This is an optimization exercise on Yosys and OpenROAD, whose aim is small area, a short achievable clock period and few clock cycles, not a production implementation.
RTL that was checked went through simulation tests only; none was proved equivalent to the original.
Power figures rest on the tool's default switching activity, not on a simulated workload.

==> inputs of wip/raven <==
Design sh_real32, start of the top module:
module sh_real32 (
    input  wire        clk,
    input  wire        rst,
    input  wire        in_valid,
    output wire        in_ready,
    input  wire [3:0]  in_op,
    input  wire [3:0]  in_cond,
    input  wire [31:0] in_a,
    input  wire [31:0] in_b,
    input  wire [31:0] in_c,
    output reg         out_valid,
    output reg  [31:0] out_result,
    output reg         out_inv,
    output reg         out_dz
);
    localparam [3:0] OP_FADD = 4'h0, OP_FSUB = 4'h1, OP_FMUL = 4'h2,
                     OP_FDIV = 4'h3, OP_FSQRT = 4'h4, OP_FMIN = 4'h5,
                     OP_FMAX = 4'h6, OP_FABS = 4'h7, OP_FNEG = 4'h8,
                     OP_FCMP = 4'h9, OP_FTOI = 4'hA, OP_ITOF = 4'hB,
                     OP_FLIM = 4'hC, OP_FSCALE = 4'hD;
    localparam [31:0] QNAN = 32'h7FC0_0000;
    localparam [1:0] K_FIN = 2'd0, K_ADD = 2'd1, K_MUL = 2'd2, K_CVT = 2'd3;
    localparam integer ITER_K = 2;
    localparam integer ITER_N = 24 / ITER_K;
    localparam integer DL_N = ITER_N - 2;
    integer i, j;
    reg        v1, it1;
    reg [3:0]  op_r, cond_r;
    reg [31:0] a_r, b_r, c_r;
    wire       blocked;
    assign in_ready = ~blocked;
    always @(posedge clk) begin
        if (!blocked) begin
            op_r   <= in_op;
            cond_r <= in_cond;
            a_r    <= in_a;
            b_r    <= in_b;
            c_r    <= in_c;
            it1    <= (in_op == OP_FDIV) || (in_op == OP_FSQRT);
        end
        if (rst)
            v1 <= 1'b0;
        else
            v1 <= (in_valid & ~blocked) | blocked;
    end
    wire       sa = a_r[31], sb = b_r[31], sc = c_r[31];
    wire [7:0] ea = a_r[30:23], eb = b_r[30:23], ec = c_r[30:23];
    wire [22:0] fa = a_r[22:0], fb = b_r[22:0], fc = c_r[22:0];
    wire a_zero = (ea == 8'd0);
    wire b_zero = (eb == 8'd0);
    wire a_inf  = (ea == 8'hFF) && (fa == 23'd0);
    wire b_inf  = (eb == 8'hFF) && (fb == 23'd0);
    wire a_nan  = (ea == 8'hFF) && (fa != 23'd0);
  ...
==> module fp_divsqrt_unit, before the edit <==
module fp_divsqrt_unit #(
    parameter integer ITER_K = 2,
    parameter integer ITER_N = 12
) (
    input  wire        clk,
    input  wire        rst,
    input  wire        start,
    input  wire        sqrt,
    input  wire        sign,
    input  wire [9:0]  exp,
    input  wire [26:0] rem,
    input  wire [23:0] dr,
    output wire        busy,
    output wire        rnd,
    output reg         q_sign,
    output reg  [9:0]  q_exp,
    output reg  [24:0] q,
    output wire        q_st
);
    integer j;
    reg        act, is_sqrt;
    reg [3:0]  cnt;
    reg [26:0] r;
    reg [23:0] d;
    assign busy = act && (cnt != 4'd0);
    assign rnd  = act && (cnt == 4'd0);
    assign q_st = (r != 27'd0);
    reg [26:0] ch_rem, ch_a, ch_b;
    reg [24:0] ch_q;
    reg [23:0] ch_dr;
    reg [27:0] ch_diff;
    always @* begin
        ch_rem = r; ch_q = q; ch_dr = d;
        for (j = 0; j < ITER_K; j = j + 1) begin
            ch_a    = is_sqrt ? {ch_rem[24:0], ch_dr[23:22]} : ch_rem;
            ch_b    = is_sqrt ? {ch_q[24:0], 2'b01} : {3'd0, ch_dr};
            ch_diff = {1'b0, ch_a} - {1'b0, ch_b};
            ch_q    = {ch_q[23:0], ~ch_diff[27]};
            if (is_sqrt) begin
                ch_rem = ch_diff[27] ? ch_a : ch_diff[26:0];
                ch_dr  = {ch_dr[21:0], 2'b00};
            end else
                ch_rem = ch_diff[27] ? {ch_a[25:0], 1'b0} : {ch_diff[25:0], 1'b0};
        end
    end
    always @(posedge clk) begin
        if (rst)
            act <= 1'b0;
        else if (start)
            act <= 1'b1;
        else if (rnd)
            act <= 1'b0;
        if (start) begin
            cnt     <= ITER_N[3:0];
            is_sqrt <= sqrt;
            q       <= 25'd1;
            q_sign  <= sign;
            q_exp   <= exp;
            r       <= rem;
            d       <= dr;
        end else if (busy) begin
            cnt <= cnt - 4'd1;
            q   <= ch_q;
            r   <= ch_rem;
            d   <= ch_dr;
        end
    end
endmodule
export LEC_CHECK = 0
export CAP_MARGIN = 20
export CORE_MARGIN = 2
export CORE_UTILIZATION = 40
export SLEW_MARGIN = 20
create_clock -name core_clock -period 18.0 [get_ports {clk}]
run.sh (not shown) runs the stock make flow with config.mk's settings and CLKGATE_MAP_FILE= SYNTH_SCRIPT=/design/flow/synth_recipe.tcl, a recipe that flattens the netlist after the stock synthesis.
==> inputs of wip/indigo, as changes to wip/raven <==
--- a/flow/design.v
+++ b/flow/design.v
@@ -566,15 +566,11 @@
             cnt     <= ITER_N[3:0];
             is_sqrt <= sqrt;
-            q       <= 25'd1;
             q_sign  <= sign;
             q_exp   <= exp;
-            r       <= rem;
-            d       <= dr;
-        end else if (busy) begin
+        end else if (busy)
             cnt <= cnt - 4'd1;
-            q   <= ch_q;
-            r   <= ch_rem;
-            d   <= ch_dr;
-        end
+        q <= start ? 25'd1 : ch_q;
+        r <= start ? rem : ch_rem;
+        d <= start ? dr : ch_dr;
     end
 endmodule
==> flow/flow/run.sh (new file) <==
#!/bin/bash
# Standard layout (the standard.sh: standard synthesis, floorplan, place,
# CTS, route, finish) with timing repair aimed at a setup margin, so that the
# repair also shortens paths that already meet the clock period.
set -euo pipefail
export SETUP_SLACK_MARGIN=${MARGIN:-11}
bash standard.sh > standard_make.log 2>&1
==> flow/standard.sh (new file) <==
#!/bin/bash
# synth_recipe.tcl (not shown) runs the flow's synth.tcl, then flattens the netlist and writes it again
# the make line also repeats each setting of config.mk as NAME=value (left out here)
make -C /OpenROAD-flow-scripts/flow DESIGN_CONFIG=/design/flow/config.mk WORK_HOME=/design/flow/orfs CLKGATE_MAP_FILE= SYNTH_SCRIPT=/design/flow/synth_recipe.tcl "${@:-finish}"
removed: flow/run.sh
==> notes <==
- wip/raven produced a clean layout. wip/indigo went through all stages and came out clean.
- Die area: wip/indigo is lower than wip/raven (about 1.2%).
- Against wip/indigo, the critical path depth of wip/raven is higher by 7.
- Power: wip/indigo is higher than wip/raven (about 50%).
- Against wip/indigo, the sequential share of layout area of wip/raven is higher by 2.0 points.
- In wip/indigo the clock skew is higher than in wip/raven, by 45 ps.
==> figures <==
item	wip/indigo	wip/raven
Run status	timing/DRC/antenna clean	timing/DRC/antenna clean
Switching part of the total	48.0%	43.5%
Leak pwr	38.5 nW	36.3 nW
Global-route wire length before repair	474,000 µm	445,000 µm
Clock buffer cells	143	132
Total wire length	330,000 µm	303,000 µm
Starting utilization of the core area	40.1%	40.1%
Overall power of the completed layout	17.2 mW	11.6 mW
Flop pwr share	20.8%	28.4%
Final GP Congestion	1.04	1.02
Multiplexer share of the synthesized area	5.20%	5.50%
Logic inverters	677	672
Testbench counts of wip/indigo, summed over its fixed seeds: cycles 35,014.
The RTL of wip/raven was laid out without a check of its function.

## what the ideal ports hide
No port has a modelled driver above. Below, the same layouts with a new extraction and two added sets of constraints.
Step 1, drivers: a clkbuf_16 drives clk and a buf_2 each remaining input, both assumed.
Step 2, shift: input delay + t, output delay - t, t = (earliest + latest rising clock arrival at the registers) / 2. This alone moves slack from input paths to output paths.
Slacks: no drivers / after step 1 / after step 2; pairs: no drivers / after step 1.
| run | t (ns) | setup slack, ns | hold slack, ns |
|---|---|---|---|
| wip/raven | 0.857 | 8.246 / 8.246 / 8.246 | 0.304 / 0.304 / 0.304 |
| wip/indigo | 0.875 | 11.065 / 11.065 / 11.065 | 0.311 / 0.311 / 0.311 |
After both steps every run listed still meets setup and hold.
